What follows belongs to an exercise in optimizing a design on an open flow for small area, a short achievable clock period and few clock cycles; a production flow would make more cautious choices.
RTL that was checked went through simulation tests only; none was proved equivalent to the original.
No functional check of the RTL was part of run 1.

--- design/flow/design.v ---
module aes_sbox (input wire [7:0] x, output wire [7:0] y);
    wire L0, L1, L2, L3, L4, L5, L6, L7, L8, L9, L10, L11, L12, L13, L14, L15, L16, L17, L18, L19, L20, L21, L22, L23, L24, L25, L26, L27, L28, L29, M1, M2, M3, M4, M5, M6, M7, M8, M9, M10, M11, M12, M13, M14, M15, M16, M17, M18, M19, M20, M21, M22, M23, M24, M25, M26, M27, M28, M29, M30, M31, M32, M33, M34, M35, M36, M37, M38, M39, M40, M41, M42, M43, M44, M45, M46, M47, M48, M49, M50, M51, M52, M53, M54, M55, M56, M57, M58, M59, M60, M61, M62, M63, T1, T2, T3, T4, T5, T6, T7, T8, T9, T10, T11, T12, T13, T14, T15, T16, T17, T18, T19, T20, T21, T22, T23, T24, T25, T26, T27;
    wire U0 = x[7], U1 = x[6], U2 = x[5], U3 = x[4], U4 = x[3], U5 = x[2], U6 = x[1], U7 = x[0];
    cm_xor2 g_T1 (.a(U0), .b(U3), .y(T1));
    cm_xor2 g_T2 (.a(U0), .b(U5), .y(T2));
    cm_xor2 g_T3 (.a(U0), .b(U6), .y(T3));
    cm_xor2 g_T4 (.a(U3), .b(U5), .y(T4));
    cm_xor2 g_T5 (.a(U4), .b(U6), .y(T5));
    cm_xor2 g_T6 (.a(T1), .b(T5), .y(T6));
    cm_xor2 g_T7 (.a(U1), .b(U2), .y(T7));
    cm_xor2 g_T8 (.a(U7), .b(T6), .y(T8));
    cm_xor2 g_T9 (.a(U7), .b(T7), .y(T9));
    cm_xor2 g_T10 (.a(T6), .b(T7), .y(T10));
    cm_xor2 g_T11 (.a(U1), .b(U5), .y(T11));
    cm_xor2 g_T12 (.a(U2), .b(U5), .y(T12));
    cm_xor2 g_T13 (.a(T3), .b(T4), .y(T13));
    cm_xor2 g_T14 (.a(T6), .b(T11), .y(T14));
    cm_xor2 g_T15 (.a(T5), .b(T11), .y(T15));
    cm_xor2 g_T16 (.a(T5), .b(T12), .y(T16));
    cm_xor2 g_T17 (.a(T9), .b(T16), .y(T17));
    cm_xor2 g_T18 (.a(U3), .b(U7), .y(T18));
    cm_xor2 g_T19 (.a(T7), .b(T18), .y(T19));
    cm_xor2 g_T20 (.a(T1), .b(T19), .y(T20));
    cm_xor2 g_T21 (.a(U6), .b(U7), .y(T21));
    cm_xor2 g_T22 (.a(T7), .b(T21), .y(T22));
    cm_xor2 g_T23 (.a(T2), .b(T22), .y(T23));
    cm_xor2 g_T24 (.a(T2), .b(T10), .y(T24));
    cm_xor2 g_T25 (.a(T20), .b(T17), .y(T25));
    cm_xor2 g_T26 (.a(T3), .b(T16), .y(T26));
    cm_xor2 g_T27 (.a(T1), .b(T12), .y(T27));
    cm_nand2 g_M1 (.a(T13), .b(T6), .y(M1));
    cm_nand2 g_M2 (.a(T23), .b(T8), .y(M2));
    cm_xnor2 g_M3 (.a(T14), .b(M1), .y(M3));
    cm_nand2 g_M4 (.a(T19), .b(U7), .y(M4));
    cm_xor2 g_M5 (.a(M4), .b(M1), .y(M5));
    cm_nand2 g_M6 (.a(T3), .b(T16), .y(M6));
    cm_nand2 g_M7 (.a(T22), .b(T9), .y(M7));
    cm_xnor2 g_M8 (.a(T26), .b(M6), .y(M8));
    cm_nand2 g_M9 (.a(T20), .b(T17), .y(M9));
    cm_xor2 g_M10 (.a(M9), .b(M6), .y(M10));
    cm_nand2 g_M11 (.a(T1), .b(T15), .y(M11));
    cm_nand2 g_M12 (.a(T4), .b(T27), .y(M12));
    cm_xor2 g_M13 (.a(M12), .b(M11), .y(M13));
    cm_nand2 g_M14 (.a(T2), .b(T10), .y(M14));
    cm_xor2 g_M15 (.a(M14), .b(M11), .y(M15));
    cm_xnor2 g_M16 (.a(M3), .b(M2), .y(M16));
    cm_xor2 g_M17 (.a(M5), .b(T24), .y(M17));
    cm_xnor2 g_M18 (.a(M8), .b(M7), .y(M18));
    cm_xor2 g_M19 (.a(M10), .b(M15), .y(M19));
    cm_xor2 g_M20 (.a(M16), .b(M13), .y(M20));
    cm_xor2 g_M21 (.a(M17), .b(M15), .y(M21));
    cm_xor2 g_M22 (.a(M18), .b(M13), .y(M22));
    cm_xor2 g_M23 (.a(M19), .b(T25), .y(M23));
    cm_nand2 g_M46 (.a(M44), .b(T6), .y(M46));
    cm_nand2 g_M47 (.a(M40), .b(T8), .y(M47));
    cm_nand2 g_M48 (.a(M39), .b(U7), .y(M48));
    cm_nand2 g_M49 (.a(M43), .b(T16), .y(M49));
    cm_nand2 g_M50 (.a(M38), .b(T9), .y(M50));
    cm_nand2 g_M51 (.a(M37), .b(T17), .y(M51));
    cm_nand2 g_M52 (.a(M42), .b(T15), .y(M52));
    cm_nand2 g_M53 (.a(M45), .b(T27), .y(M53));
    cm_nand2 g_M54 (.a(M41), .b(T10), .y(M54));
    cm_nand2 g_M55 (.a(M44), .b(T13), .y(M55));
    cm_nand2 g_M56 (.a(M40), .b(T23), .y(M56));
    cm_nand2 g_M57 (.a(M39), .b(T19), .y(M57));
    cm_nand2 g_M58 (.a(M43), .b(T3), .y(M58));
    cm_nand2 g_M59 (.a(M38), .b(T22), .y(M59));
    cm_nand2 g_M60 (.a(M37), .b(T20), .y(M60));
    cm_nand2 g_M61 (.a(M42), .b(T1), .y(M61));
    cm_nand2 g_M62 (.a(M45), .b(T4), .y(M62));
    cm_nand2 g_M63 (.a(M41), .b(T2), .y(M63));
    cm_xor2 g_L0 (.a(M61), .b(M62), .y(L0));
    cm_xor2 g_L1 (.a(M50), .b(M56), .y(L1));
    cm_xor2 g_L2 (.a(M46), .b(M48), .y(L2));
    cm_xor2 g_L3 (.a(M47), .b(M55), .y(L3));
    cm_xor2 g_L4 (.a(M54), .b(M58), .y(L4));
    cm_xor2 g_L5 (.a(M49), .b(M61), .y(L5));
    cm_xnor2 g_L6 (.a(M62), .b(L5), .y(L6));
    cm_xnor2 g_L7 (.a(M46), .b(L3), .y(L7));
    cm_xor2 g_L8 (.a(M51), .b(M59), .y(L8));
    cm_xor2 g_L9 (.a(M52), .b(M53), .y(L9));
    cm_xnor2 g_L10 (.a(M53), .b(L4), .y(L10));
    cm_xnor2 g_L11 (.a(M60), .b(L2), .y(L11));
    cm_xor2 g_L12 (.a(M48), .b(M51), .y(L12));
    cm_xnor2 g_L13 (.a(M50), .b(L0), .y(L13));
    cm_xor2 g_L14 (.a(M52), .b(M61), .y(L14));
    cm_xnor2 g_L15 (.a(M55), .b(L1), .y(L15));
    cm_xnor2 g_L16 (.a(M56), .b(L0), .y(L16));
    cm_xnor2 g_L17 (.a(M57), .b(L1), .y(L17));
    cm_xnor2 g_L18 (.a(M58), .b(L8), .y(L18));
    cm_xnor2 g_L19 (.a(M63), .b(L4), .y(L19));
    cm_xor2 g_L20 (.a(L0), .b(L1), .y(L20));
    cm_xor2 g_L21 (.a(L1), .b(L7), .y(L21));
    cm_xor2 g_L22 (.a(L3), .b(L12), .y(L22));
    cm_xor2 g_L23 (.a(L18), .b(L2), .y(L23));
    cm_xor2 g_L24 (.a(L15), .b(L9), .y(L24));
    cm_xor2 g_L25 (.a(L6), .b(L10), .y(L25));
    cm_xor2 g_L26 (.a(L7), .b(L9), .y(L26));
    cm_xor2 g_L27 (.a(L8), .b(L10), .y(L27));
    cm_xor2 g_L28 (.a(L11), .b(L14), .y(L28));
    cm_xor2 g_L29 (.a(L11), .b(L17), .y(L29));
    cm_xor2 g_S0 (.a(L6), .b(L24), .y(y[7]));
    cm_xnor2 g_S1 (.a(L16), .b(L26), .y(y[6]));
    cm_xnor2 g_S2 (.a(L19), .b(L28), .y(y[5]));
    cm_xor2 g_S3 (.a(L6), .b(L21), .y(y[4]));
    cm_xor2 g_S4 (.a(L20), .b(L22), .y(y[3]));
    cm_xor2 g_S5 (.a(L25), .b(L29), .y(y[2]));
    cm_xnor2 g_S6 (.a(L13), .b(L27), .y(y[1]));
    cm_xnor2 g_S7 (.a(L6), .b(L23), .y(y[0]));
    aes_gf16_inv u_inv (.d({M20, M21, M22, M23}), .e({M37, M38, M39, M40, M41, M42, M43, M44, M45}));
endmodule
module aes_gf16_inv (input wire [3:0] d, output wire [8:0] e);
    wire [3:0] v = d ^ 4'b0000;
    wire M20 = v[3], M21 = v[2], M22 = v[1], M23 = v[0];
    wire M24 = M22 ^ M23;
    wire M25 = M22 & M20;
    wire M26 = M21 ^ M25;
    wire M27 = M20 ^ M21;
    wire M28 = M23 ^ M25;
    wire M29 = M28 & M27;
    wire M30 = M26 & M24;
    wire M31 = M20 & M23;
    wire M32 = M27 & M31;
    wire M33 = M27 ^ M25;
    wire M34 = M21 & M22;
    wire M35 = M24 & M34;
    wire M36 = M24 ^ M25;
    wire M37 = M21 ^ M29;
    wire M38 = M32 ^ M33;
    wire M39 = M23 ^ M30;
    wire M40 = M35 ^ M36;
    wire M41 = M38 ^ M40;
    wire M42 = M37 ^ M39;
    wire M43 = M37 ^ M38;
    wire M44 = M39 ^ M40;
    wire M45 = M42 ^ M41;
    assign e = {M37, M38, M39, M40, M41, M42, M43, M44, M45} ^ 9'b000000000;
endmodule
module cm_xor2 (input wire a, input wire b, output wire y);
    assign y = a ^ b;
endmodule
module cm_xnor2 (input wire a, input wire b, output wire y);
    assign y = ~(a ^ b);
endmodule
module cm_nand2 (input wire a, input wire b, output wire y);
    assign y = ~(a & b);
endmodule
module cm_nor2 (input wire a, input wire b, output wire y);
    assign y = ~(a | b);
endmodule
module cm_mux2i (input wire a, input wire b, input wire s, output wire y);
    assign y = ~(s ? b : a);
endmodule
module aes_round (
    input  wire [127:0] state_in,
    input  wire [127:0] round_key,
    output wire [127:0] shifted,      
    output wire [127:0] mixed_n       
);
    wire [127:0] sub;
    genvar i, j, b;
    generate
        for (i = 0; i < 16; i = i + 1) begin : g_sub
            aes_sbox u_sbox (.x(state_in[127 - 8*i -: 8]), .y(sub[127 - 8*i -: 8]));
        end
        for (i = 0; i < 16; i = i + 1) begin : g_shift
            assign shifted[127 - 8*i -: 8] = sub[127 - 8*(((i / 4 + i % 4) % 4) * 4 + i % 4) -: 8];
        end
        for (i = 0; i < 4; i = i + 1) begin : g_mix
            wire [7:0] a [0:3];
            wire [7:0] p [0:3];
            wire [7:0] x [0:3];
            wire [7:0] q [0:3];
            wire [7:0] k [0:3];
            for (j = 0; j < 4; j = j + 1) begin : g_byte
                assign a[j] = shifted[127 - 32*i - 8*j -: 8];
            end
            for (j = 0; j < 4; j = j + 1) begin : g_col
                for (b = 0; b < 8; b = b + 1) begin : g_bit
                    cm_xor2 u_p (.a(a[j][b]), .b(a[(j + 1) % 4][b]), .y(p[j][b]));
                end
                assign x[j][7] = p[j][6];
                assign x[j][6] = p[j][5];
                assign x[j][5] = p[j][4];
                cm_xor2 u_x4 (.a(p[j][3]), .b(p[j][7]), .y(x[j][4]));
                cm_xor2 u_x3 (.a(p[j][2]), .b(p[j][7]), .y(x[j][3]));
                assign x[j][2] = p[j][1];
                cm_xor2 u_x1 (.a(p[j][0]), .b(p[j][7]), .y(x[j][1]));
                assign x[j][0] = p[j][7];
            end
            for (j = 0; j < 4; j = j + 1) begin : g_out
                for (b = 0; b < 8; b = b + 1) begin : g_bit
                    cm_xor2  u_k (.a(a[(j + 1) % 4][b]), .b(round_key[127 - 32*i - 8*j - (7 - b)]), .y(k[j][b]));
                    cm_xor2  u_q (.a(k[j][b]), .b(p[(j + 2) % 4][b]), .y(q[j][b]));
                    cm_xnor2 u_o (.a(q[j][b]), .b(x[j][b]), .y(mixed_n[127 - 32*i - 8*j - (7 - b)]));
                end
            end
        end
    endgenerate
endmodule
module aes_key_step (
    input  wire [127:0] key_in,
    input  wire [7:0]   rcon,
    output wire [127:0] key_out
);
    wire [31:0] w0 = key_in[127:96];
    wire [31:0] w1 = key_in[95:64];
    wire [31:0] w2 = key_in[63:32];
    wire [31:0] w3 = key_in[31:0];
    wire [31:0] sw;
    aes_sbox u_s0 (.x(w3[23:16]), .y(sw[31:24]));
    aes_sbox u_s1 (.x(w3[15:8]),  .y(sw[23:16]));
    aes_sbox u_s2 (.x(w3[7:0]),   .y(sw[15:8]));
    aes_sbox u_s3 (.x(w3[31:24]), .y(sw[7:0]));
    wire [31:0] w0r = w0 ^ {rcon, 24'd0};
    wire [31:0] c12, c123, n0, n1, n2, n3;
    genvar i;
    generate
        for (i = 0; i < 32; i = i + 1) begin : g_x
            cm_xor2 u_c12  (.a(w1[i]),   .b(w2[i]), .y(c12[i]));
            cm_xor2 u_c123 (.a(c12[i]),  .b(w3[i]), .y(c123[i]));
            cm_xor2 u_n0   (.a(w0r[i]),  .b(sw[i]), .y(n0[i]));
            cm_xor2 u_n1   (.a(n0[i]),   .b(w1[i]), .y(n1[i]));
            cm_xor2 u_n2   (.a(n0[i]),   .b(c12[i]), .y(n2[i]));
            cm_xor2 u_n3   (.a(n0[i]),   .b(c123[i]), .y(n3[i]));
        end
    endgenerate
    assign key_out = {n0, n1, n2, n3};
endmodule
module dsl_cmac (
    input  wire         clk,
    input  wire         rst_n,         
    input  wire         key_load,
    input  wire [127:0] key,
    input  wire         in_valid,
    output wire         in_ready,
    input  wire [31:0]  in_data,
    input  wire         in_last,
    input  wire [1:0]   in_nbytes,     
    output reg          tag_valid,
    output wire [127:0] tag
);
    reg  [127:0] key_r;         
    reg          kz;            
    reg  [127:0] k1;            
    reg  [127:0] aes_st;        
    reg  [127:0] rk;            
    reg  [3:0]   rnd;           
    reg          kmode;         
    reg          waitx;         
    reg          cur_last;      
    reg  [95:0]  buf_w;
    reg  [1:0]   bcnt;          
    reg          bpad;          
    reg          bpad80;        
    reg          bvirt;         
    reg          blast;         
    reg          bkey;          
    reg          c_mix;         
    reg          c_shift;       
    reg          c_hold;        
    reg          c_rk;          
    reg          c_buf;         
    reg          c_ks_key;      
    reg          c_ks_rk;       
    reg          c_kfin;        
    reg          c_kl;          
    reg  [7:0]   rcon;          
    wire bfull3 = (bcnt == 2'd3);
    assign in_ready = bfull3 ? (c_buf && !bvirt) : !bpad;
    assign tag      = aes_st;
    wire take     = in_valid && in_ready;
    wire take_buf = take && !bfull3;
    wire load     = c_buf && (bvirt || in_valid);
    reg [31:0] wport;           
    always @* begin
        wport = in_data;
        if (in_last) begin
            case (in_nbytes)
                2'd0: wport = {in_data[31:24], 8'h80, 16'h0};
                2'd1: wport = {in_data[31:16], 8'h80, 8'h0};
                2'd2: wport = {in_data[31:8],  8'h80};
                default: wport = in_data;
            endcase
        end
    end
    wire [31:0] wpadw = {bpad80, 31'd0};                     
    reg  [31:0] kword;          
    always @* begin
        case (bcnt)
            2'd0: kword = key_r[127:96];
            2'd1: kword = key_r[95:64];
            default: kword = key_r[63:32];
        endcase
        if (kz)
            kword = 32'd0;
    end
    wire [31:0] kword3 = kz ? 32'd0 : key_r[31:0];
    wire [31:0]  w3     = (bvirt ? wpadw : wport) ^ kword3;
    wire         last3  = bvirt ? blast : in_last;
    wire         whole3 = !bvirt && (in_nbytes == 2'd3);   
    wire [127:0] k2     = {k1[126:0], 1'b0} ^ (k1[127] ? 128'h87 : 128'h0);
    wire [127:0] bufop  = {buf_w, w3} ^ (last3 ? (whole3 ? k1 : k2) : 128'h0);
    wire [127:0] shifted, mixed_n;
    aes_round u_rd (.state_in(aes_st), .round_key(rk), .shifted(shifted), .mixed_n(mixed_n));
    wire [127:0] opb = (c_rk ? rk : 128'h0) ^ (load ? bufop : 128'h0);
    wire [127:0] oth = (c_shift ? shifted : 128'h0) | (c_hold ? aes_st : 128'h0);
    wire [127:0] oth_n, st_next;
    genvar gi;
    generate
        for (gi = 0; gi < 128; gi = gi + 1) begin : g_st
            cm_xnor2 u_x (.a(oth[gi]), .b(opb[gi]), .y(oth_n[gi]));
            cm_mux2i u_a (.a(oth_n[gi]), .b(mixed_n[gi]), .s(c_mix), .y(st_next[gi]));
        end
    endgenerate
    wire [127:0] rk_next;
    wire [127:0] ks_in = (c_ks_key ? key_r : 128'h0) | (c_ks_rk ? rk : 128'h0);
    aes_key_step u_ks (.key_in(ks_in), .rcon(rcon), .key_out(rk_next));
    wire [127:0] l_dbl = {aes_st[126:0], 1'b0} ^ (aes_st[127] ? 128'h87 : 128'h0);
    wire fin     = c_shift;     
    wire running = c_rk;        
    wire restart = key_load || !rst_n;    
    reg  [3:0] n_rnd;
    reg        n_kz, n_kmode, n_waitx, n_cur_last;
    reg  [1:0] n_bcnt;
    reg        n_bpad, n_bpad80, n_bvirt, n_blast, n_bkey;
    always @* begin
        n_kz    = key_load ? 1'b0 : kz;
        n_kmode = load ? bkey : (fin ? 1'b0 : kmode);
        n_rnd   = load ? 4'd1 : ((fin || !running) ? 4'd0 : rnd + 4'd1);
        n_cur_last = load ? last3 : cur_last;
        n_waitx = (fin && !cur_last && !kmode && !load) ? 1'b1 : (load ? 1'b0 : waitx);
        n_bcnt   = bcnt;
        n_bpad   = bpad;
        n_bpad80 = bpad80;
        n_bvirt  = bvirt;
        n_blast  = blast;
        n_bkey   = bkey;
        if (load) begin
            n_bcnt  = 2'd0;
            n_bvirt = 1'b0;
            n_blast = 1'b0;
            n_bkey  = 1'b0;
        end else if (take_buf || bpad) begin
            n_bcnt = bcnt + 2'd1;
            if (bcnt == 2'd2)
                n_bpad = 1'b0;
            else if (take_buf && in_last)
                n_bpad = 1'b1;
            n_bpad80 = take_buf && in_last && (in_nbytes == 2'd3);
            if (take_buf && in_last) begin
                n_bvirt = 1'b1;
                n_blast = 1'b1;
            end
        end
        if (restart) begin
            n_rnd = 4'd0;  n_kmode = 1'b0;  n_waitx = 1'b0;  n_cur_last = 1'b0;
            n_bcnt = 2'd0; n_bpad = 1'b1;   n_bpad80 = 1'b0; n_bvirt = 1'b1;
            n_blast = 1'b0; n_bkey = 1'b1;
        end
        if (!rst_n)
            n_kz = 1'b1;
    end
    wire n_fin     = (n_rnd == 4'd10);
    wire n_running = (n_rnd != 4'd0);
    wire n_ready   = (n_bcnt == 2'd3);
    wire n_ld_idle = !n_running && n_ready && !c_kfin;
    wire n_ld_fin  = n_fin && !n_cur_last && !n_kmode && n_ready;
    wire n_load    = n_ld_idle || n_ld_fin;
    reg  [7:0] n_rcon;
    always @* begin
        case (n_load ? 4'd1 : n_rnd + 4'd1)
            4'd1:  n_rcon = 8'h01;
            4'd2:  n_rcon = 8'h02;
            4'd3:  n_rcon = 8'h04;
            4'd4:  n_rcon = 8'h08;
            4'd5:  n_rcon = 8'h10;
            4'd6:  n_rcon = 8'h20;
            4'd7:  n_rcon = 8'h40;
            4'd8:  n_rcon = 8'h80;
            4'd9:  n_rcon = 8'h1b;
            4'd10: n_rcon = 8'h36;
            default: n_rcon = 8'h00;
        endcase
    end
    always @(posedge clk) begin
        if (take_buf || bpad)
            buf_w <= {buf_w[63:0], (bpad ? wpadw : wport) ^ kword};
        aes_st <= st_next;
        rk     <= rk_next;
        if (c_kl)
            k1 <= l_dbl;
    end
    always @(posedge clk) begin
        rnd      <= n_rnd;
        kz       <= n_kz;
        kmode    <= n_kmode;
        waitx    <= n_waitx;
        cur_last <= n_cur_last;
        bcnt     <= n_bcnt;
        bpad     <= n_bpad;
        bpad80   <= n_bpad80;
        bvirt    <= n_bvirt;
        blast    <= n_blast;
        bkey     <= n_bkey;
        c_mix    <= n_running && !n_fin;
        c_shift  <= n_fin;
        c_hold   <= n_waitx && !n_running;
        c_rk     <= n_running;
        c_buf    <= n_load;
        c_ks_key <= n_load && !n_kz;
        c_ks_rk  <= !n_load;
        c_kfin   <= n_fin && n_kmode;
        c_kl     <= c_kfin && !restart;
        rcon     <= n_rcon;
        if (key_load)
            key_r <= key;
        if (!rst_n)
            tag_valid <= 1'b0;
        else
            tag_valid <= fin && cur_last && !kmode;
    end
endmodule
--- design/flow/flow/run.sh ---
#!/bin/bash
set -eu -o pipefail
bash standard.sh synth > synth.log 2>&1
bash standard.sh "BUFFER_PORTS_ARGS=-buffer_cell sky130_fd_sc_hd__buf_1" finish > layout.log 2>&1
--- design/flow/standard.sh ---
#!/bin/bash
# synth_recipe.tcl (not shown) runs the flow's synth.tcl, then flattens the netlist and writes it again
# the make line also repeats each setting of config.mk as NAME=value (left out here)
make -C /OpenROAD-flow-scripts/flow DESIGN_CONFIG=/design/flow/config.mk WORK_HOME=/design/flow/orfs CLKGATE_MAP_FILE= SYNTH_SCRIPT=/design/flow/synth_recipe.tcl "${@:-finish}"
--- design/flow/config.mk ---
export PLATFORM = sky130hd
export DESIGN_NAME = dsl_cmac
export DESIGN_NICKNAME = dsl_cmac
export VERILOG_FILES = /design/flow/design.v
export SDC_FILE = /design/flow/constraint.sdc
export NUM_CORES = 8
export LEC_CHECK = 0
export CAP_MARGIN = 20
export CORE_MARGIN = 2
export CORE_UTILIZATION = 40
export CTS_BUF_LIST = sky130_fd_sc_hd__clkbuf_8 sky130_fd_sc_hd__clkbuf_16
export CTS_CLUSTER_DIAMETER = 100
export CTS_CLUSTER_SIZE = 20
export PLACE_DENSITY = 0.55
export SETUP_SLACK_MARGIN = 4.6
export SLEW_MARGIN = 20
export SYNTH_HIERARCHICAL = 1
export SYNTH_MINIMUM_KEEP_SIZE = 0
--- design/flow/constraint.sdc ---
create_clock -name core_clock -period 10.0 [get_ports {clk}]
set_input_delay 2.0000 -clock core_clock [delete_from_list [all_inputs] [get_ports {clk}]]
set_output_delay 2.0000 -clock core_clock [all_outputs]
set_load 0.01 [all_outputs]
==> notes.md, run 1 <==
Clock transition at path regs 0.09 ns; crit start category flip-flop; Tmin final 5.23 ns; placed cells 8211; largest net degree at the start of global routing 133; Mapped Nets 6675; wire length per cell 25.5 µm; critical path, cell by cell xor2_4 > xor2_4 > xor2_2 > nand2_1 > xor2_2 > xor2_1 > xor2_2 > buf_4 > or2_4 > a32oi_1 > nand2_1 > xor2_4 > xnor2_1 > xor2_1 > xor2_2 > buf_4 > xor2_2 > xor2_1 > xnor2_1 > mux2i_1; type of the worst min-delay path flip-flop to flip-flop; synthesized cell area 58700 µm²; FF-to-FF path depth 20; CTS root buf clkbuf_16; DR vias 45.9k; initial antenna violation count 5; fin util 47.4%; DRC 0; Yosys top cell by area xor2_1; vias per inst 5.36; Pre-antenna DRT Iters 6; vias in the first global route 43.6k; Top FF cell, synth edfxtp_1; Routed WL 219 mm; die area 150000 µm²; Non-Filler Instances 8571; Final Slew Violations 0; number of cell rows 140; Crit. Startpoint aes_st[79]; H-tree depth 2; CTS tree built; dpl ws 3.27 ns; Crit Path Max Fanout 8; Critical Path AT 5.78 ns; RSZ-0062 raised after global routing false; CP endpoint kind flip-flop; share of cells above drive strength 1 18.4%; TNS Setup 0 ns; Rel. slew slack 5.88%; Layout area overhead 17.6%; CTS Buffer Depth 3; Ports 297; Async S/R FF share, synth 0%; dpl hpwl 169 mm; synth top area cells xor2_1 (28%), edfxtp_1 (18%), xnor2_1 (14%); synthesized instance count 6496; Hold Crit Depth 2; #FFs+latches synth 641; most used cell, CP xor2_2; max incr delay on CP 0.52 ns; DRT antenna net count 0; first-pass GRT wire length 306 mm; initial DRC count 4326; Critical-path top delay cell dfxtp_4; period utilization 52.3%; reg-to-reg critical path startpoint aes_st[79]; core area 146000 µm²; final setup fails 0; worst-margin pin slew 1.41 ns; Critical Path RT 10.55 ns; global-route usage over all layers 27.7%; Initial Util 40.3%; Synth top area share 27.7%; EDFF count, synth 352; Fmax 191 MHz; Clock Latency Late Sink 0.68 ns; port bufs 296; sequential fraction of the synthesis area 27.9%; Syn Area/Cell 9.04 µm²; Min-Delay Startpoint bkey; worst path bufs/invs 2; PnR worst setup slack 4.77 ns; Setup Crit Path Kind flip-flop to flip-flop; Die W 387 µm; # hold bufs at CTS 0; residual overflow from global routing 0; clock buffer count from CTS 42; Yosys cell types 66; cell family with most CP delay XOR/XNOR gates; R2R setup slack 4.77 ns; Worst R2R End aes_st[26]; status no timing/DRC/antenna violations; most frequent cells in the layout xor2_1 (1408), nand2_1 (1060), xnor2_1 (854); Max-Cap Viols 0; Routability Congestion 0.971; Fill cells 13.7k; commonest non-fill, non-tap cell in the layout xor2_1; fin nets 6797; Die Y 387 µm; CTS sink cnt 641; YS warnings 8; final hold violations 0; Min-Delay Endpoint bkey; clock skew 0.0578 ns
[logic make-up after synthesis]
logic type	after synthesis	share of synthesized area, %
xor gates and xnor gates	2819	42.1
and+or+nand+nor	1479	10.9
AOI/OAI and AO/OA	798	9.88
DFF	641	27.9
buffers and inverters	614	6.67
muxes	133	2.27
adders and majority gates	12	0.256
[cells in the mapped netlist, drive strengths merged, types with 38 or more instances]
| library cell | number |
|---|---|
| xor2 | 1860 |
| nand2 | 1064 |
| xnor2 | 958 |
| buf | 438 |
| edfxtp | 352 |
| dfxtp | 289 |
| a21oi | 285 |
| a22o | 256 |
| nor2 | 189 |
| mux2i | 133 |
| clkbuf | 103 |
| inv | 72 |
| o21ai | 48 |
| o2111ai | 41 |
| a31oi | 40 |
| and3 | 40 |
| nor2b | 38 |
[worst max-delay path by stage]
| stage | cells after the start | end | slack (ns) |
|---|---|---|---|
| after detailed placement | 19 | aes_st[60] | 3.27 |
| after global placement | 19 | aes_st[60] | 3.26 |
| final | 20 | aes_st[26] | 4.77 |
| after floorplan | 20 | aes_st[119] | 4.84 |
| after CTS | 20 | rk[2] | 4.54 |
| after global routing | 20 | aes_st[66] | 4.51 |
[flip-flops by register name, indices dropped and copies added, names as in the netlist, 2 cells and up]
signal and flops:
key_r 128, rcon 8, rk 128, k1 128
bcnt 2, aes_st 128, rnd 4, buf_w 96
[Yosys stat by module, one instance, submodules excluded, excerpt]
module,times used,area (µm²)
aes_gf16_inv,20,298
aes_key_step,1,70.1
cm_xor2,1844,8.76
dsl_cmac,1,27800
cm_nand2,540,3.75
cm_mux2i,128,10.0
cm_xnor2,616,8.76
[layout make-up]
class                   instances  area [µm²]  share of cell area, %
flip-flops and latches        641       16600                   24.0
diodes                          2        5.00                0.00725
well taps                    1917        2400                   3.47
multi-input cells            5245       44500                   64.5
clock inverters                32         282                  0.408
repair buffers                615        3820                   5.54
inverters                      73         282                  0.408
clock buffers                  46        1130                   1.63
[stage by stage]
stage	hold slack [ns]	area [µm²]
2_1_floorplan	0.420	58700
3_3_place_gp	0.446	59000
3_5_place_dp	0.450	59000
4_1_cts	0.465	64600
5_1_grt	0.492	69000
6_report	0.462	69000
[timing repair]
action,in CTS,in global routing
gates cloned,4,1
setup buffers,129,146
pin swaps,72,99
setup endpoints to repair,256,256
resized for setup,436,457
[worst reg2reg max path: stages, from the launching register on]
cell	delay, ns
dfxtp_4	0.52
xor2_4	0.33
xor2_4	0.32
xor2_2	0.25
nand2_1	0.12
xor2_2	0.26
xor2_1	0.27
xor2_2	0.09
buf_4	0.17
or2_4	0.27
a32oi_1	0.27
nand2_1	0.22
xor2_4	0.22
xnor2_1	0.20
xor2_1	0.27
xor2_2	0.28
buf_4	0.18
xor2_2	0.28
xor2_1	0.14
xnor2_1	0.36
mux2i_1	0.13
[per-layer routing]
metal | GRT usage (%) | vias to the layer above | routed length, µm
met3 | 5.34 | 374 | 18300
met2 | 42.9 | 1946 | 97500
li1 | - | 20900 | -
met5 | 0 | - | 0
met1 | 37.1 | 22700 | 90600
met4 | 13.5 | 0 | 12300
==> inputs of run 2 (changes only) <==
--- a/design/flow/design.v
+++ b/design/flow/design.v
@@ -1,3 +1,4 @@
 module aes_sbox (input wire [7:0] x, output wire [7:0] y);
-    wire L0, L1, L2, L3, L4, L5, L6, L7, L8, L9, L10, L11, L12, L13, L14, L15, L16, L17, L18, L19, L20, L21, L22, L23, L24, L25, L26, L27, L28, L29, M1, M2, M3, M4, M5, M6, M7, M8, M9, M10, M11, M12, M13, M14, M15, M16, M17, M18, M19, M20, M21, M22, M23, M24, M25, M26, M27, M28, M29, M30, M31, M32, M33, M34, M35, M36, M37, M38, M39, M40, M41, M42, M43, M44, M45, M46, M47, M48, M49, M50, M51, M52, M53, M54, M55, M56, M57, M58, M59, M60, M61, M62, M63, T1, T2, T3, T4, T5, T6, T7, T8, T9, T10, T11, T12, T13, T14, T15, T16, T17, T18, T19, T20, T21, T22, T23, T24, T25, T26, T27;
+    wire M1, M2, M3, M4, M5, M6, M7, M8, M9, M10, M11, M12, M13, M14, M15, M16, M17, M18, M19, M20, M21, M22, M23, T1, T2, T3, T4, T5, T6, T7, T8, T9, T10, T11, T12, T13, T14, T15, T16, T17, T18, T19, T20, T21, T22, T23, T24, T25, T26, T27, X0, X1, X2, X3, X4, X5, X6, X7, X8, X9, X10, X11, X12, X13, X14, X15, X16, X17, X18, X19, X20, X21, X22, X23, X24, X25, X26, X27, X28, X29;
+    wire E0, E1, E2, E3;
     wire U0 = x[7], U1 = x[6], U2 = x[5], U3 = x[4], U4 = x[3], U5 = x[2], U6 = x[1], U7 = x[0];
@@ -53,61 +54,91 @@
     cm_xor2 g_M23 (.a(M19), .b(T25), .y(M23));
-    cm_nand2 g_M46 (.a(M44), .b(T6), .y(M46));
-    cm_nand2 g_M47 (.a(M40), .b(T8), .y(M47));
-    cm_nand2 g_M48 (.a(M39), .b(U7), .y(M48));
-    cm_nand2 g_M49 (.a(M43), .b(T16), .y(M49));
-    cm_nand2 g_M50 (.a(M38), .b(T9), .y(M50));
-    cm_nand2 g_M51 (.a(M37), .b(T17), .y(M51));
-    cm_nand2 g_M52 (.a(M42), .b(T15), .y(M52));
-    cm_nand2 g_M53 (.a(M45), .b(T27), .y(M53));
-    cm_nand2 g_M54 (.a(M41), .b(T10), .y(M54));
-    cm_nand2 g_M55 (.a(M44), .b(T13), .y(M55));
-    cm_nand2 g_M56 (.a(M40), .b(T23), .y(M56));
-    cm_nand2 g_M57 (.a(M39), .b(T19), .y(M57));
-    cm_nand2 g_M58 (.a(M43), .b(T3), .y(M58));
-    cm_nand2 g_M59 (.a(M38), .b(T22), .y(M59));
-    cm_nand2 g_M60 (.a(M37), .b(T20), .y(M60));
-    cm_nand2 g_M61 (.a(M42), .b(T1), .y(M61));
-    cm_nand2 g_M62 (.a(M45), .b(T4), .y(M62));
-    cm_nand2 g_M63 (.a(M41), .b(T2), .y(M63));
-    cm_xor2 g_L0 (.a(M61), .b(M62), .y(L0));
-    cm_xor2 g_L1 (.a(M50), .b(M56), .y(L1));
-    cm_xor2 g_L2 (.a(M46), .b(M48), .y(L2));
-    cm_xor2 g_L3 (.a(M47), .b(M55), .y(L3));
-    cm_xor2 g_L4 (.a(M54), .b(M58), .y(L4));
-    cm_xor2 g_L5 (.a(M49), .b(M61), .y(L5));
-    cm_xnor2 g_L6 (.a(M62), .b(L5), .y(L6));
-    cm_xnor2 g_L7 (.a(M46), .b(L3), .y(L7));
-    cm_xor2 g_L8 (.a(M51), .b(M59), .y(L8));
-    cm_xor2 g_L9 (.a(M52), .b(M53), .y(L9));
-    cm_xnor2 g_L10 (.a(M53), .b(L4), .y(L10));
-    cm_xnor2 g_L11 (.a(M60), .b(L2), .y(L11));
-    cm_xor2 g_L12 (.a(M48), .b(M51), .y(L12));
-    cm_xnor2 g_L13 (.a(M50), .b(L0), .y(L13));
-    cm_xor2 g_L14 (.a(M52), .b(M61), .y(L14));
-    cm_xnor2 g_L15 (.a(M55), .b(L1), .y(L15));
-    cm_xnor2 g_L16 (.a(M56), .b(L0), .y(L16));
-    cm_xnor2 g_L17 (.a(M57), .b(L1), .y(L17));
-    cm_xnor2 g_L18 (.a(M58), .b(L8), .y(L18));
-    cm_xnor2 g_L19 (.a(M63), .b(L4), .y(L19));
-    cm_xor2 g_L20 (.a(L0), .b(L1), .y(L20));
-    cm_xor2 g_L21 (.a(L1), .b(L7), .y(L21));
-    cm_xor2 g_L22 (.a(L3), .b(L12), .y(L22));
-    cm_xor2 g_L23 (.a(L18), .b(L2), .y(L23));
-    cm_xor2 g_L24 (.a(L15), .b(L9), .y(L24));
-    cm_xor2 g_L25 (.a(L6), .b(L10), .y(L25));
-    cm_xor2 g_L26 (.a(L7), .b(L9), .y(L26));
-    cm_xor2 g_L27 (.a(L8), .b(L10), .y(L27));
-    cm_xor2 g_L28 (.a(L11), .b(L14), .y(L28));
-    cm_xor2 g_L29 (.a(L11), .b(L17), .y(L29));
-    cm_xor2 g_S0 (.a(L6), .b(L24), .y(y[7]));
-    cm_xnor2 g_S1 (.a(L16), .b(L26), .y(y[6]));
-    cm_xnor2 g_S2 (.a(L19), .b(L28), .y(y[5]));
-    cm_xor2 g_S3 (.a(L6), .b(L21), .y(y[4]));
-    cm_xor2 g_S4 (.a(L20), .b(L22), .y(y[3]));
-    cm_xor2 g_S5 (.a(L25), .b(L29), .y(y[2]));
-    cm_xnor2 g_S6 (.a(L13), .b(L27), .y(y[1]));
-    cm_xnor2 g_S7 (.a(L6), .b(L23), .y(y[0]));
-    aes_gf16_inv u_inv (.d({M20, M21, M22, M23}), .e({M37, M38, M39, M40, M41, M42, M43, M44, M45}));
+    cm_xor2 g_X0 (.a(T14), .b(T26), .y(X0));
+    cm_xor2 g_X1 (.a(U3), .b(U1), .y(X1));
+    cm_xor2 g_X2 (.a(T25), .b(T24), .y(X2));
+    cm_xor2 g_X3 (.a(T2), .b(T8), .y(X3));
+    cm_xor2 g_X4 (.a(T10), .b(U2), .y(X4));
+    cm_xor2 g_X5 (.a(T8), .b(T14), .y(X5));
+    cm_xor2 g_X6 (.a(T8), .b(X1), .y(X6));
+    cm_xor2 g_X7 (.a(T14), .b(X1), .y(X7));
+    cm_xor2 g_X8 (.a(T16), .b(X2), .y(X8));
+    cm_xor2 g_X9 (.a(T16), .b(T2), .y(X9));
+    cm_xor2 g_X10 (.a(T4), .b(T12), .y(X10));
+    cm_xor2 g_X11 (.a(T14), .b(T24), .y(X11));
+    cm_xor2 g_X12 (.a(T12), .b(X6), .y(X12));
+    cm_xor2 g_X13 (.a(X8), .b(U6), .y(X13));
+    cm_xor2 g_X14 (.a(U6), .b(T18), .y(X14));
+    cm_xor2 g_X15 (.a(T14), .b(T2), .y(X15));
+    cm_xor2 g_X16 (.a(X14), .b(T2), .y(X16));
+    cm_xor2 g_X17 (.a(T19), .b(X9), .y(X17));
+    cm_xor2 g_X18 (.a(X17), .b(U0), .y(X18));
+    cm_xor2 g_X19 (.a(T7), .b(U5), .y(X19));
+    cm_xor2 g_X20 (.a(T14), .b(T22), .y(X20));
+    cm_xor2 g_X21 (.a(X14), .b(T8), .y(X21));
+    cm_xor2 g_X22 (.a(T21), .b(T12), .y(X22));
+    cm_xor2 g_X23 (.a(U5), .b(T22), .y(X23));
+    cm_xor2 g_X24 (.a(T21), .b(T23), .y(X24));
+    cm_xor2 g_X25 (.a(X11), .b(T19), .y(X25));
+    cm_xor2 g_X26 (.a(T26), .b(T11), .y(X26));
+    cm_xor2 g_X27 (.a(T16), .b(X18), .y(X27));
+    cm_xor2 g_X28 (.a(X13), .b(U7), .y(X28));
+    cm_xor2 g_X29 (.a(X25), .b(T26), .y(X29));
+    aes_gf16_inv u_inv (.d({M20, M21, M22, M23}), .e({E0, E1, E2, E3}));
+    wire P0; cm_nand2 g_P0 (.a(E0), .b(X1), .y(P0));
+    wire P1; cm_nand2 g_P1 (.a(E1), .b(X12), .y(P1));
+    wire P2; cm_nand2 g_P2 (.a(E2), .b(X26), .y(P2));
+    wire P3; cm_nand2 g_P3 (.a(E3), .b(X25), .y(P3));
+    wire P4; cm_nand2 g_P4 (.a(E0), .b(T24), .y(P4));
+    wire P5; cm_nand2 g_P5 (.a(E1), .b(X11), .y(P5));
+    wire P6; cm_nand2 g_P6 (.a(E2), .b(X0), .y(P6));
+    wire P7; cm_nand2 g_P7 (.a(E3), .b(X2), .y(P7));
+    wire P8; cm_nand2 g_P8 (.a(E0), .b(X20), .y(P8));
+    wire P9; cm_nand2 g_P9 (.a(E1), .b(X13), .y(P9));
+    wire P10; cm_nand2 g_P10 (.a(E2), .b(X5), .y(P10));
+    wire P11; cm_nand2 g_P11 (.a(E3), .b(X24), .y(P11));
+    wire P12; cm_nand2 g_P12 (.a(E0), .b(X9), .y(P12));
+    wire P13; cm_nand2 g_P13 (.a(E1), .b(X18), .y(P13));
+    wire P14; cm_nand2 g_P14 (.a(E2), .b(X21), .y(P14));
+    wire P15; cm_nand2 g_P15 (.a(E3), .b(X19), .y(P15));
+    wire P16; cm_nand2 g_P16 (.a(E0), .b(X6), .y(P16));
+    wire P17; cm_nand2 g_P17 (.a(E1), .b(X27), .y(P17));
+    wire P18; cm_nand2 g_P18 (.a(E2), .b(X14), .y(P18));
+    wire P19; cm_nand2 g_P19 (.a(E3), .b(X8), .y(P19));
+    wire P20; cm_nand2 g_P20 (.a(E0), .b(X29), .y(P20));
+    wire P21; cm_nand2 g_P21 (.a(E1), .b(X16), .y(P21));
+    wire P22; cm_nand2 g_P22 (.a(E2), .b(X4), .y(P22));
+    wire P23; cm_nand2 g_P23 (.a(E3), .b(X22), .y(P23));
+    wire P24; cm_nand2 g_P24 (.a(E0), .b(X28), .y(P24));
+    wire P25; cm_nand2 g_P25 (.a(E1), .b(X4), .y(P25));
+    wire P26; cm_nand2 g_P26 (.a(E2), .b(X10), .y(P26));
+    wire P27; cm_nand2 g_P27 (.a(E3), .b(X15), .y(P27));
+    wire P28; cm_nand2 g_P28 (.a(E0), .b(X23), .y(P28));
+    wire P29; cm_nand2 g_P29 (.a(E1), .b(X17), .y(P29));
+    wire P30; cm_nand2 g_P30 (.a(E2), .b(X3), .y(P30));
+    wire P31; cm_nand2 g_P31 (.a(E3), .b(X7), .y(P31));
+    wire Q0_0; cm_xor2 g_Q0_0 (.a(P0), .b(P1), .y(Q0_0));
+    wire Q0_1; cm_xor2 g_Q0_1 (.a(P2), .b(P3), .y(Q0_1));
+    cm_xor2 g_S0 (.a(Q0_0), .b(Q0_1), .y(y[7]));
+    wire Q1_0; cm_xor2 g_Q1_0 (.a(P4), .b(P5), .y(Q1_0));
+    wire Q1_1; cm_xor2 g_Q1_1 (.a(P6), .b(P7), .y(Q1_1));
+    cm_xnor2 g_S1 (.a(Q1_0), .b(Q1_1), .y(y[6]));
+    wire Q2_0; cm_xor2 g_Q2_0 (.a(P8), .b(P9), .y(Q2_0));
+    wire Q2_1; cm_xor2 g_Q2_1 (.a(P10), .b(P11), .y(Q2_1));
+    cm_xnor2 g_S2 (.a(Q2_0), .b(Q2_1), .y(y[5]));
+    wire Q3_0; cm_xor2 g_Q3_0 (.a(P12), .b(P13), .y(Q3_0));
+    wire Q3_1; cm_xor2 g_Q3_1 (.a(P14), .b(P15), .y(Q3_1));
+    cm_xor2 g_S3 (.a(Q3_0), .b(Q3_1), .y(y[4]));
+    wire Q4_0; cm_xor2 g_Q4_0 (.a(P16), .b(P17), .y(Q4_0));
+    wire Q4_1; cm_xor2 g_Q4_1 (.a(P18), .b(P19), .y(Q4_1));
+    cm_xor2 g_S4 (.a(Q4_0), .b(Q4_1), .y(y[3]));
+    wire Q5_0; cm_xor2 g_Q5_0 (.a(P20), .b(P21), .y(Q5_0));
+    wire Q5_1; cm_xor2 g_Q5_1 (.a(P22), .b(P23), .y(Q5_1));
+    cm_xor2 g_S5 (.a(Q5_0), .b(Q5_1), .y(y[2]));
+    wire Q6_0; cm_xor2 g_Q6_0 (.a(P24), .b(P25), .y(Q6_0));
+    wire Q6_1; cm_xor2 g_Q6_1 (.a(P26), .b(P27), .y(Q6_1));
+    cm_xnor2 g_S6 (.a(Q6_0), .b(Q6_1), .y(y[1]));
+    wire Q7_0; cm_xor2 g_Q7_0 (.a(P28), .b(P29), .y(Q7_0));
+    wire Q7_1; cm_xor2 g_Q7_1 (.a(P30), .b(P31), .y(Q7_1));
+    cm_xnor2 g_S7 (.a(Q7_0), .b(Q7_1), .y(y[0]));
 endmodule
-module aes_gf16_inv (input wire [3:0] d, output wire [8:0] e);
+module aes_gf16_inv (input wire [3:0] d, output wire [3:0] e);
     wire [3:0] v = d ^ 4'b0000;
@@ -131,8 +162,3 @@
     wire M40 = M35 ^ M36;
-    wire M41 = M38 ^ M40;
-    wire M42 = M37 ^ M39;
-    wire M43 = M37 ^ M38;
-    wire M44 = M39 ^ M40;
-    wire M45 = M42 ^ M41;
-    assign e = {M37, M38, M39, M40, M41, M42, M43, M44, M45} ^ 9'b000000000;
+    assign e = {M37, M38, M39, M40};
 endmodule
--- a/design/flow/config.mk
+++ b/design/flow/config.mk
@@ -14,3 +14,3 @@
 export PLACE_DENSITY = 0.55
-export SETUP_SLACK_MARGIN = 4.6
+export SETUP_SLACK_MARGIN = 4.2
 export SLEW_MARGIN = 20
==> run 2 against run 1 <==
  * Routed wire length grew 2.0%
  * Highest routed layer is now met5
  * Largest cell class unchanged
  * Worst setup slack lost 0.38 ns
==> notes.md, run 2 <==
CP endpoint kind flip-flop; DRT antenna net count 0; Hold Crit Depth 0; placed cell area 61300 µm²; vias in the first global route 43.2k; dpl hpwl 176 mm; initial antenna violation count 10; Yosys cell types 62; Crit. Startpoint aes_st[95]; RSZ-0062 raised after global routing false; Max-Cap Viols 0; #FFs+latches synth 641; Ports 297; Crit Path Max Fanout 8; Mapped Nets 6755; Layout area overhead 8.64%; critical path endpoint aes_st[78]; fin nets 6790; synth top area cells xor2_1 (35%), edfxtp_1 (18%), xnor2_1 (11%); residual overflow from global routing 0; CTS root buf clkbuf_16; largest net degree at the start of global routing 138; Clock Latency Late Sink 0.65 ns; CTS sink cnt 641; Setup Crit Path Kind flip-flop to flip-flop; Async S/R FF share, synth 0%; final setup fails 0; Tmin final 5.61 ns; Routability Congestion 0.995; synthesized instance count 6576; number of cell rows 141; core area 148000 µm²; global-route usage over all layers 28.2%; crit start category flip-flop; R2R setup slack 4.39 ns; synthesized cell area 59600 µm²; YS warnings 8; DRC 0; port bufs 296; placed cells 8489; Die W 390 µm; Worst R2R End aes_st[78]; share of cells above drive strength 1 7.26%; Die Y 390 µm; vias per inst 5.32; DR vias 45.6k; H-tree depth 2; Initial Util 40.3%; first-pass GRT wire length 314 mm; Final Slew Violations 0; Pre-antenna DRT Iters 5; final hold violations 0; clock buffer count from CTS 42; fin util 43.8%; commonest non-fill, non-tap cell in the layout xor2_1; Yosys top cell by area xor2_1; Critical Path AT 6.09 ns; most frequent cells after synthesis xor2_1 (2398), nand2_1 (1302), xnor2_1 (737); wire length per cell 26.0 µm; Fmax 178 MHz; Clock transition at path regs 0.10 ns; Fill cells 14.5k; status no timing/DRC/antenna violations; Rel. slew slack 22.3%; Hold Slack 0.445 ns; type of the worst min-delay path flip-flop to flip-flop; most frequent cells in the layout xor2_1 (2190), nand2_1 (1302), xnor2_1 (702); period utilization 56.1%; Synth top area share 35.3%; sequential fraction of the synthesis area 27.5%; worst-margin pin slew 1.16 ns; Routed WL 223 mm; reg-to-reg critical path startpoint aes_st[95]; Syn Area/Cell 9.06 µm²; initial DRC count 4266; EDFF count, synth 352; CTS tree built; Non-Filler Instances 8574; top-count cell post-synth xor2_1; TNS Setup 0 ns; CTS Buffer Depth 3; Post-Layout Inst Area 64700 µm²; die area 152000 µm²; PnR worst setup slack 4.39 ns; dpl ws 3.58 ns; clock skew 0.0405 ns; FF-to-FF path depth 15; Critical Path RT 10.48 ns; Top FF cell, synth edfxtp_1
## run 2: final cells by class
| cell class | count | area [µm²] | share of cell area, % |
|---|---|---|---|
| clock inverters | 32 | 225 | 0.348 |
| inverters | 13 | 56.3 | 0.0870 |
| flip-flops and latches | 641 | 16400 | 25.3 |
| repair buffers | 372 | 1830 | 2.82 |
| multi-input cells | 5541 | 42700 | 66.0 |
| well taps | 1930 | 2410 | 3.73 |
| clock buffers | 44 | 1090 | 1.68 |
| diodes | 1 | 2.50 | 0.00387 |
## run 2: kinds of logic after synthesis
group	count (synthesis)	synth area share (%)
buffers and inverters	394	4.26
AO/OA/AOI/OAI	578	7.67
AND/OR/NAND/NOR	1679	11.9
multiplexers	133	2.23
XOR/XNOR	3139	46.2
adder cells (fa/ha/maj)	12	0.252
flip-flops	641	27.5
## run 2: layer usage
| layer | global-route usage [%] | share of wire, % |
|---|---|---|
| met5 | 0 | 0.013 |
| met4 | 11.8 | 5.1 |
| met3 | 3.11 | 6.5 |
| met2 | 45.2 | 45 |
| met1 | 38.6 | 43 |
## run 2: worst min path at each step
stage                           from     end
after floorplan               c_kfin    c_kl
after global placement    aes_st[39]  k1[40]
after detailed placement  aes_st[39]  k1[40]
after CTS                 aes_st[39]  k1[40]
after global routing      aes_st[39]  k1[40]
final                     aes_st[39]  k1[40]
## run 2: worst max-delay path, stage by stage, from the launching register on
cell	delay (ns)
dfxtp_1	0.68
xor2_1	0.46
xor2_2	0.37
xor2_1	0.32
xor2_1	0.46
xor2_1	0.23
xor2_1	0.50
xor2_1	0.19
o22a_1	0.39
nand2_1	0.12
xor2_1	0.16
xnor2_1	0.71
xor2_1	0.37
xor2_1	0.22
xnor2_1	0.15
mux2i_1	0.10
## run 2: repair_timing
action,in CTS,in global routing
hold buffers,0,0
pin swaps,0,3
setup buffers,2,6
gates cloned,0,0
setup endpoints to repair,232,256
gates resized for setup,77,200
## run 2: per-module statistics from Yosys (local to each module, per instance), excerpt
module,cells,flip-flops and latches
dsl_cmac,2460,641
aes_gf16_inv,19,0
aes_key_step,8,0
cm_mux2i,1,0
cm_xnor2,1,0
cm_xor2,1,0
cm_nand2,1,0
Testbench counts of run 2, summed over its fixed seeds: cycles 77,494.
==> inputs of run 3 (changes only) <==
--- a/design/flow/config.mk
+++ b/design/flow/config.mk
@@ -14,3 +14,3 @@
 export PLACE_DENSITY = 0.55
-export SETUP_SLACK_MARGIN = 4.2
+export SETUP_SLACK_MARGIN = 4.6
 export SLEW_MARGIN = 20
==> run 3 against run 2 <==
  * Clock skew grew 0.0015 ns
  * Flip-flop and latch count is the same
  * Still clean
  * Final area grew 3.4%
  * Die area is the same
  * Global-route usage grew 0.22 points
  * Count of clock-buffer cells in the layout is the same
  * Core utilization grew 1.5 points
  * Critical path type unchanged
  * Non-clock buffer count grew 34
  * Cell count grew 0.40%
==> notes.md, run 3 <==
status no timing/DRC/antenna violations; Critical Path RT 10.48 ns; Initial Util 40.3%; Async S/R FF share, synth 0%; Max-Cap Viols 0; Routability Congestion 0.995; initial DRC count 4409; Final Slew Violations 0; most frequent cells after synthesis xor2_1 (2398), nand2_1 (1302), xnor2_1 (737); Clock Latency Late Sink 0.65 ns; crit start category flip-flop; #FFs+latches synth 641; clock skew 0.0419 ns; worst-margin pin slew 1.13 ns; fin nets 6824; Layout area overhead 12.3%; Die Y 390 µm; YS warnings 8; Die W 390 µm; synthesized cell area 59600 µm²; CTS Buffer Depth 3; Critical Path AT 5.73 ns; port bufs 296; period utilization 52.5%; Hold Slack 0.448 ns; top-count cell post-synth xor2_1; first-pass GRT wire length 316 mm; Fmax 190 MHz; EDFF count, synth 352; DRT antenna net count 0; final hold violations 0; RSZ-0062 raised after global routing true; Ports 297; core area 148000 µm²; Clock transition at path regs 0.09 ns; H-tree depth 2; Crit Path Max Fanout 8; final setup fails 0; clock buffer count from CTS 42; Rel. slew slack 24.7%; Mapped Nets 6755; synthesized instance count 6576; Synth top area share 35.3%; number of cell rows 141; Top FF cell, synth edfxtp_1; global-route usage over all layers 28.5%; Pre-antenna DRT Iters 8; Routed WL 225 mm; vias per inst 5.32; DR vias 45.8k; wire length per cell 26.1 µm; synth top area cells xor2_1 (35%), edfxtp_1 (18%), xnor2_1 (11%); residual overflow from global routing 0; largest net degree at the start of global routing 138; share of cells above drive strength 1 11.2%; die area 152000 µm²; CTS root buf clkbuf_16; commonest non-fill, non-tap cell in the layout xor2_1; most frequent cells in the layout xor2_1 (2060), nand2_1 (1302), xnor2_1 (684); CTS tree built; sequential fraction of the synthesis area 27.5%; CTS sink cnt 641; CP endpoint kind flip-flop; TNS Setup 0 ns; type of the worst min-delay path flip-flop to flip-flop; Syn Area/Cell 9.06 µm²; DRC 0; initial antenna violation count 8; vias in the first global route 43.5k; Tmin final 5.25 ns; Yosys cell types 62; Yosys top cell by area xor2_1; dpl hpwl 176 mm; Setup Crit Path Kind flip-flop to flip-flop
==> run 3: metal layers <==
metal  up-vias  track usage, %  share of wire (%)
met1     22700            39.2                 43
met3       362            2.83                6.5
met5         -               0              0.013
met4         4            12.6                5.6
li1      21000               -                  -
met2      1772            45.1                 45
==> run 3: cells by family (layout without fill, tap and decap cells) <==
family,Yosys count,after routing,share of synthesized area (%)
and+or+nand+nor,1679,1679,11.9
buffers and inverters,394,495,4.26
DFF,641,641,27.5
other,0,1,0
muxes,133,133,2.23
AOI/OAI and AO/OA,578,578,7.67
xor gates and xnor gates,3139,3139,46.2
adders and majority gates,12,12,0.252
==> run 3: per-module statistics from Yosys (local to each module, per instance), a selection <==
module | cell area [µm²] | times used
cm_xor2 | 8.76 | 2364
cm_nand2 | 3.75 | 820
cm_xnor2 | 8.76 | 416
cm_mux2i | 10.0 | 128
aes_key_step | 70.1 | 1
aes_gf16_inv | 149 | 20
==> run 3: final cells by class <==
type                       count  area (µm²)
fill                       14200       80900
multi-input combinational   5541       44500
sequential                   641       16500
tap                         1930        2410
timing repair buffer         406        2150
clock buffer                  44        1090
clock inverter                32         225
inverter                      13        56.3
antenna                        1        2.50
==> run 3: timing repair <==
item / CTS / global route
pin swaps: 2 / 24
hold buffers: 0 / 0
buffers inserted: 6 / 36
resized for setup: 274 / 297
endpoints found under the setup margin: 256 / 256
==> run 3: path summary, 6_finish.rpt <==
kind                from    endpoint  slack, ns  cells after the start
max          aes_st[105]  aes_st[49]       4.75                     15
min           aes_st[39]      k1[40]       0.45                      0
max reg2reg  aes_st[105]  aes_st[49]       4.75                     15
min reg2reg   aes_st[39]      k1[40]       0.45                      0
==> run 3: metrics by stage <==
step	utilization, %	instances	area, µm²	setup slack (ns)
floorplan	-	6576	59600	5.18
global placement	41.4	8489	61300	3.51
detailed placement	41.4	8489	61300	3.58
CTS	43.7	8571	64600	4.59
global route	45.3	8608	66900	4.54
finish	45.3	8608	66900	4.75
==> run 3: critical path, stage by stage (launching register included) <==
cell and delay [ns]:
dfxtp_2 0.55, xor2_4 0.34, xor2_4 0.29, xor2_1 0.37, xor2_1 0.42, xor2_1 0.28, xor2_2 0.19, nor4b_1 0.33
a211o_1 0.36, nand2_1 0.12, xor2_1 0.20, xnor2_2 0.58, xor2_1 0.44, xor2_1 0.15, xnor2_1 0.32, mux2i_1 0.12
==> inputs of run 4 (changes only) <==
--- a/design/flow/config.mk
+++ b/design/flow/config.mk
@@ -14,3 +14,3 @@
 export PLACE_DENSITY = 0.55
-export SETUP_SLACK_MARGIN = 4.6
+export SETUP_SLACK_MARGIN = 5.0
 export SLEW_MARGIN = 20
==> run 4 against run 3 <==
  * Still clean
  * Via count rose by 1.8%
  * Worst setup slack improved by 0.39 ns
  * Sequential share of layout area fell by 1.3 points
  * Final area rose by 5.9%
  * Core utilization rose by 2.7 points
  * Critical path depth fell by 1
  * Largest cell class unchanged
==> notes.md, run 4 <==
status no timing/DRC/antenna violations; share of cells above drive strength 1 16.4%; global-route usage over all layers 28.8%; FF-to-FF path depth 14; final hold violations 0; Adder-Cell Fraction of Synth Area 0.252%; initial DRC count 4321; Layout area overhead 18.9%; CTS sink cnt 641; RSZ-0062 raised after global routing true; top-count cell post-synth xor2_1; XOR/XNOR Fraction of Synth Area 46.2%; critical path depth in cells 14; Die W 390 µm; Routability Congestion 0.995; Synth top area share 35.3%; residual overflow from global routing 0; clock skew 0.0414 ns; Critical Path RT 10.50 ns; initial antenna violation count 8; largest family of logic cells by synthesized area XOR/XNOR gates; Mapped Nets 6755; commonest non-fill, non-tap cell in the layout xor2_1; period utilization 48.7%; synth top area cells xor2_1 (35%), edfxtp_1 (18%), xnor2_1 (11%); port bufs 296; Hold Crit Depth 0; Die Y 390 µm; final setup fails 0; Yosys cell types 62; Synth Area in Compound Gates 7.67%; Routed WL 229 mm; critical path, cell by cell buf_8 > a22o_2 > xor2_1 > xor2_1 > nand2_1 > xor2_1 > xor2_1 > nor4b_1 > a211o_1 > nand2_1 > xor2_1 > xor2_1 > xor2_1 > xor2_1; first-pass GRT wire length 319 mm; worst-margin pin slew 1.16 ns; wire length per cell 26.2 µm; H-tree depth 2; synthesized instance count 6576; CTS Buffer Depth 3; TNS Setup 0 ns; core area 148000 µm²; Clock Latency Late Sink 0.65 ns; max incr delay on CP 0.61 ns; Ports 297; Yosys top cell by area xor2_1; # hold bufs at CTS 0; crit start category flip-flop; Tmin final 4.87 ns; DRT antenna net count 0; simple-gate share of the synthesized area 11.9%; most frequent cells in the layout xor2_1 (1906), nand2_1 (1302), xnor2_1 (677); #FFs+latches synth 641; area of the multi-input gates 47100 µm²; worst path bufs/invs 1; DR vias 46.6k; Top FF cell, synth edfxtp_1; placed cell area 61300 µm²; CP endpoint kind flip-flop; Post-Layout Inst Area 70900 µm²; Final Slew Violations 0; Async S/R FF share, synth 0%; most used cell, CP xor2_1; Fill cells 13.8k; proportion of synthesized area in mux cells 2.23%; Syn Area/Cell 9.06 µm²; synthesized cell area 59600 µm²; fin nets 6952; EDFF count, synth 352; sequential fraction of the synthesis area 27.5%; CTS root buf clkbuf_16; cell family with most CP delay XOR/XNOR gates; Rel. slew slack 22.2%; Seq. cell area 16600 µm²; Critical-path top delay cell xor2_1; dpl hpwl 176 mm; vias in the first global route 44.1k; Crit Path Max Fanout 37; Clock transition at path regs 0.09 ns; Setup Crit Path Kind flip-flop to flip-flop; Pre-antenna DRT Iters 5; CTS tree built; YS warnings 8; number of cell rows 141; most frequent cells after synthesis xor2_1 (2398), nand2_1 (1302), xnor2_1 (737); largest net degree at the start of global routing 138; die area 152000 µm²; Max-Cap Viols 0; type of the worst min-delay path flip-flop to flip-flop; Critical Path AT 5.36 ns; Fmax 206 MHz; Initial Util 40.3%; DRC 0; vias per inst 5.34; clock buffer count from CTS 42
==> run 4: changes by cell type in the layout (fill, tap and decap cells not counted), sizes merged <==
cell / before / now
xor2: 2400 / 2408
buf: 405 / 524
diode: 1 / 2
clkbuf: 45 / 46
==> run 4: cell families after synthesis <==
logic type      after synthesis
fa+ha+maj                    12
compound gates              578
flops                       641
simple gates               1679
xor+xnor                   3139
mux                         133
buf+inv                     394
==> run 4: worst paths after layout <==
| path | slack [ns] | endpoint | from |
|---|---|---|---|
| worst min register to register | 0.45 | k1[40] | aes_st[39] |
| worst max-delay path | 5.14 | rk[26] | c_ks_rk |
| worst min-delay path | 0.45 | k1[40] | aes_st[39] |
| worst max register to register | 5.14 | rk[26] | c_ks_rk |
==> run 4: cell type report <==
cell class | instances | area share [%]
multi-input cells | 5549 | 66.5
flip-flops and latches | 641 | 23.4
repair buffers | 526 | 4.76
well taps | 1930 | 3.41
clock buffers | 44 | 1.54
clock inverters | 32 | 0.318
inverters | 13 | 0.0795
diodes | 2 | 0.00706
==> run 4: metal layers <==
| metal | up-vias | track usage, % | routed length [µm] |
|---|---|---|---|
| met5 | - | 0 | 45 |
| met4 | 6 | 13.1 | 12200 |
| met3 | 366 | 3.06 | 15300 |
| met2 | 1890 | 45.5 | 104000 |
| met1 | 23200 | 39.4 | 97200 |
| li1 | 21100 | - | - |
==> run 4: metrics by stage <==
stage | util (%) | hold slack, ns | std cells | setup slack [ns]
6_report | 47.9 | 0.445 | 8737 | 5.14
5_1_grt | 47.9 | 0.460 | 8735 | 4.87
4_1_cts | 45.5 | 0.447 | 8635 | 4.97
3_5_place_dp | 41.4 | 0.427 | 8489 | 3.58
3_3_place_gp | 41.4 | 0.420 | 8489 | 3.51
2_1_floorplan | - | 0.420 | 6576 | 5.18
==> run 4: timing repair <==
action	CTS	global route
gates cloned	0	9
setup endpoints to repair	256	257
pin swaps	40	67
resized for setup	574	378
buffers inserted	70	91
==> run 4: worst register-to-register path: stages, from the launching register on <==
cell,delay [ns]
dfxtp_4,0.45
buf_8,0.29
a22o_2,0.43
xor2_1,0.61
xor2_1,0.22
nand2_1,0.14
xor2_1,0.43
xor2_1,0.46
nor4b_1,0.30
a211o_1,0.32
nand2_1,0.11
xor2_1,0.20
xor2_1,0.22
xor2_1,0.43
xor2_1,0.12
==> run 4: Yosys stat by module, one instance, submodules excluded, excerpt <==
module	flops+latches	area (µm²)	cells inside
cm_mux2i	0	10.0	1
cm_nand2	0	3.75	1
aes_gf16_inv	0	149	19
aes_key_step	0	70.1	8
cm_xor2	0	8.76	1
cm_xnor2	0	8.76	1
dsl_cmac	641	27800	2460

[separate check: timing with driven ports]
The flow's constraints put no driver on any port. The routed layouts listed below were extracted and timed again, unchanged, in two steps.
Step 1: set_driving_cell puts a clkbuf_16 on clk and a buf_2 on each other input, an assumption about the parent block.
Step 2 adds t to the input delays and takes it off the output delays; t is the mean of the earliest and latest rising clock arrival at the registers after step 1. Input paths then give back, and output paths get back, about the clock's delay inside the block.
Three values: no drivers, after step 1, after step 2; two values: the first two.
run	t (ns)	slack for setup (ns)	hold WS [ns]
run 1	0.735	4.770 / 4.770 / 4.422	0.462 / 0.462 / 0.462
run 2	0.712	4.390 / 4.390 / 4.390	0.445 / 0.445 / 0.445
run 3	0.709	4.748 / 4.748 / 4.515	0.448 / 0.448 / 0.448
run 4	0.711	5.135 / 5.135 / 4.474	0.445 / 0.445 / 0.445
After both steps setup and hold are still met in every run listed. The setup slack of run 4, which loses most, moves by 0.000 ns with the drivers and by -0.661 ns with both steps.
